What follows belongs to an exercise in optimizing a design on an open flow for small area, a short achievable clock period and few clock cycles per item; a production flow would make more cautious choices.
Function was checked by simulation only, so behaviour that the tests miss may differ from the original.

## scr_engine
module scr_engine (
    input  wire        clk,
    input  wire        rst,
    input  wire        cfg_we,
    input  wire [3:0]  cfg_addr,
    input  wire [31:0] cfg_wdata,
    input  wire        in_valid,
    output reg         in_ready,
    input  wire [14:0] in_x,
    input  wire [17:0] in_y,
    input  wire [7:0]  in_value,
    input  wire [1:0]  in_tag,
    input  wire [1:0]  in_fmt,
    output reg         tone_re,
    output wire [10:0] tone_addr0,
    output wire [10:0] tone_addr1,
    input  wire [15:0] tone_rdata0,
    input  wire [15:0] tone_rdata1,
    output reg         tile_re,
    output reg  [17:0] tile_addr,
    input  wire [15:0] tile_rdata,
    output reg         out_valid,
    output reg  [3:0]  out_code,
    output reg  [11:0] out_tone,
    output reg  [7:0]  out_base,
    output reg  [7:0]  out_slope
);
==> flow/config.mk <==
export PLATFORM = sky130hd
export DESIGN_NAME = scr_engine
export DESIGN_NICKNAME = scr_engine
export VERILOG_FILES = /design/flow/design.v
export SDC_FILE = /design/flow/constraint.sdc
export NUM_CORES = 4
export LEC_CHECK = 0
export ABC_AREA = 1
export CAP_MARGIN = 20
export CORE_MARGIN = 2
export CORE_UTILIZATION = 70
export CTS_BUF_LIST = sky130_fd_sc_hd__clkbuf_16
export CTS_CLUSTER_DIAMETER = 90
export CTS_CLUSTER_SIZE = 28
export SLEW_MARGIN = 20
==> flow/constraint.sdc <==
create_clock -name core_clock -period 110.0 [get_ports {clk}]
set_input_delay 22.0000 -clock core_clock [delete_from_list [all_inputs] [get_ports {clk}]]
set_output_delay 22.0000 -clock core_clock [all_outputs]
set_load 0.01 [all_outputs]
standard.sh (not shown) runs the stock make flow with config.mk's settings and CLKGATE_MAP_FILE= SYNTH_SCRIPT=/design/flow/synth_recipe.tcl, a recipe that flattens the netlist after the stock synthesis.
==> flow/flow/run.sh <==
#!/bin/bash
# The standard layout (standard.sh, all steps), except that the buffers
# placed on the input and output ports are buf_2 cells instead of the slow
# delay buffer buffer_ports picks by default. Each port still gets its own
# buffer; the clock, constraints and everything else are unchanged.
set -e
export BUFFER_PORTS_ARGS="-buffer_cell sky130_fd_sc_hd__buf_2"
bash standard.sh > standard.log 2>&1
Testbench counts at the start, summed over its fixed seeds: cycles 31,609, items 30,805.
Then changed:
--- a/flow/design.v
+++ b/flow/design.v
@@ -191,24 +191,24 @@
     wire [1:0] k_p     = dirty_x[0] ? 2'd0 : dirty_x[1] ? 2'd1 : dirty_x[2] ? 2'd2 : 2'd3;
     wire       e_load  = ld_fgm_a | ld_fgp_a | ld_fgm_b | ld_fgp_b | st_bgm | st_bgp;
     wire [15:0] hx_d   = a_take ? {1'b0, a_x} + 16'd1 : hx;
     wire [1:0]  l_k  = (ld_fgm_a | ld_fgp_a) ? a_k : (ld_fgm_b | ld_fgp_b) ? b_k : st_bgm ? k_m : k_p;
     wire [17:0] l_y  = ld_fgm_a ? a_y : hy;
     wire [15:0] l_x  = ld_fgm_a ? {1'b0, a_x} : ld_fgm_b ? hx - 16'd1 : hx_d;
     wire [18:0] l_yy = l_y + ph_y[l_k];
     wire [16:0] l_as = l_x + ph_x[l_k];
     wire        l_pre = ld_fgp_a | ld_fgp_b | st_bgp;
     wire a_free = ~a_v | ~b_pend;
+    wire a_v_n  = a_free ? in_valid : a_v;
     always @(posedge clk) begin
-        if (rst)           a_v <= 1'b0;
-        else if (in_ready) a_v <= in_valid;
-        else if (a_go)     a_v <= 1'b0;
+        if (rst) a_v <= 1'b0;
+        else     a_v <= a_v_n;
         if (a_free) begin
             a_x   <= in_x;
             a_y   <= in_y;
             a_val <= in_value;
             a_tag <= in_tag;
             a_fmt <= in_fmt;
         end
     end
     always @(posedge clk) begin
         if (rst) begin
@@ -228,21 +228,20 @@
             b_i1     <= a_u[15:8] + 8'd1;
             b_f      <= a_ps ? {4'd0, ps_map[4*a_j +: 4]} : a_u[7:0];
             b_k      <= a_k;
         end
         tone_re  <= b_pend | (a_v & ~a_ps);
         if (!b_pend && a_v && !a_ps)
             b_bt1    <= {tone_bank, a_tag};
     end
     assign tone_addr0 = {b_bt, b_i};
     assign tone_addr1 = {b_bt1, b_i1};
-    wire a_v_n   = in_ready | (a_v & ~a_go);
     wire b_pend_n = b_pend ? ~ld_fgm_b : (a_fg & ~ld_fgm_a);
     always @(posedge clk) begin
         in_ready <= rst | ~(a_v_n & b_pend_n);
     end
     always @(posedge clk) begin
         if (q_rst || q_we) begin
             hv <= 4'd0;
         end else begin
             if (a_take && !a_line) begin
                 hy <= a_y;
@@ -312,76 +311,74 @@
             e_rem <= 8'd0;
             e_r   <= 8'd0;
         end else begin
             e_cnt <= e_cnt + 3'd1;
             e_yy  <= e_yy << R;
             e_as  <= e_as << R;
             e_rem <= rem_c[R];
             e_r   <= r_c[R];
         end
     end
-    reg        p1_v, p1_fg, p1_ps;
+    reg        p1_v, p1_ps;
     reg [1:0]  p1_k;
     reg [7:0]  p1_f;
-    reg        p2_v, p2_fg, p2_ps;
+    reg        p2_v, p2_ps;
     reg [1:0]  p2_k;
     reg [7:0]  p2_f;
     reg [11:0] p2_e0, p2_e1;
     always @(posedge clk) begin
         if (rst) begin
             p1_v <= 1'b0;
             p2_v <= 1'b0;
         end else begin
             p1_v <= b_v & ~b_pend;
             p2_v <= p1_v;
         end
-        p1_fg <= b_fg;
         p1_ps <= b_ps;
         p1_k  <= b_k;
         p1_f  <= b_f;
-        p2_fg <= p1_fg;
         p2_ps <= p1_ps;
         p2_k  <= p1_k;
         p2_f  <= p1_f;
         p2_e0 <= tone_rdata0[11:0];
         p2_e1 <= tone_rdata1[11:0];
     end
     wire signed [12:0] p2_diff = $signed({1'b0, p2_e1}) - $signed({1'b0, p2_e0});
     wire signed [21:0] p2_acc  = p2_diff * $signed({1'b0, p2_f})
                                + $signed({2'b00, p2_e0, 8'h80});
     wire [11:0]        p2_Ti   = p2_acc[19:8];
     wire [11:0]        p2_T    = {p2_Ti[11:4], p2_ps ? p2_f[3:0] : p2_Ti[3:0]};
-    reg [3:5]  pv, pfg, pps;
+    reg [3:5]  pv, pps;
     reg [1:0]  pk  [3:5];
     reg [11:0] pT  [3:5];
     integer s;
     always @(posedge clk) begin
         if (rst) begin
             pv[3] <= 1'b0; pv[4] <= 1'b0; pv[5] <= 1'b0;
         end else begin
             pv[3] <= p2_v; pv[4] <= pv[3]; pv[5] <= pv[4];
         end
-        pfg[3] <= p2_fg; pps[3] <= p2_ps; pk[3] <= p2_k; pT[3] <= p2_T;
+        pps[3] <= p2_ps; pk[3] <= p2_k; pT[3] <= p2_T;
         for (s = 4; s <= 5; s = s + 1) begin
-            pfg[s] <= pfg[s-1]; pps[s] <= pps[s-1]; pk[s] <= pk[s-1]; pT[s] <= pT[s-1];
+            pps[s] <= pps[s-1]; pk[s] <= pk[s-1]; pT[s] <= pT[s-1];
         end
     end
     reg [7:0]  cty [0:3];
     reg [7:0]  ctx [0:3];
     wire       t_v    = pv[5];
     wire       t_take = t_v & ~pps[5];
-    wire       t_fg   = pfg[5];
+    wire       t_fg   = fgm_done;
     wire [1:0] t_k    = pk[5];
     integer j;
     always @(posedge clk) begin
         for (j = 0; j < 4; j = j + 1) begin
-            if (t_take && t_fg && t_k == j[1:0]) begin
+            if (t_fg && t_k == j[1:0]) begin
                 cty[j] <= e_ty;
                 ctx[j] <= (e_tx == wm1[j]) ? 8'd0 : e_tx + 8'd1;
             end else if (bgm_done && e_k == j[1:0]) begin
                 cty[j] <= e_ty;
                 ctx[j] <= e_tx;
             end else if (t_take) begin
                 ctx[j] <= (ctx[j] == wm1[j]) ? 8'd0 : ctx[j] + 8'd1;
             end
         end
     end
After rerunning: Synthesized area is lower by 0.44%; non-clock buffer count is lower by 7; clock-buffer cell count does not change; core utilization is higher by 0.57 points.
Testbench counts after the change, summed over its fixed seeds: cycles 31,609, items 30,805.

-- separate check: timing with driven ports --
The flow's constraints put no driver on any port. The routed layouts listed below were extracted and timed again, unchanged, in two steps. Step 1 assumes that a clkbuf_16 drives the clock port and a buf_2 every other input. Step 2 times the ports against the registers' clock, not the clock port: input delays grow and output delays shrink by t, the midpoint of the rising clock arrivals with the driver on. Slacks: no drivers / after step 1 / after step 2; pairs: no drivers / after step 1.
| run | t, ns | setup slack, ns | worst setup path after step 2 | latest minus earliest clock arrival (ns) | worst data-port slew with drivers (ns) |
|---|---|---|---|---|---|
| the first run | 0.697 | 86.738 / 86.669 / 87.188 | input to register | 0.040 / 0.039 | 0.04 |
| the second run | 0.703 | 86.822 / 86.752 / 87.305 | input to register | 0.043 / 0.043 | 0.05 |
After both steps every run listed still meets setup and hold.
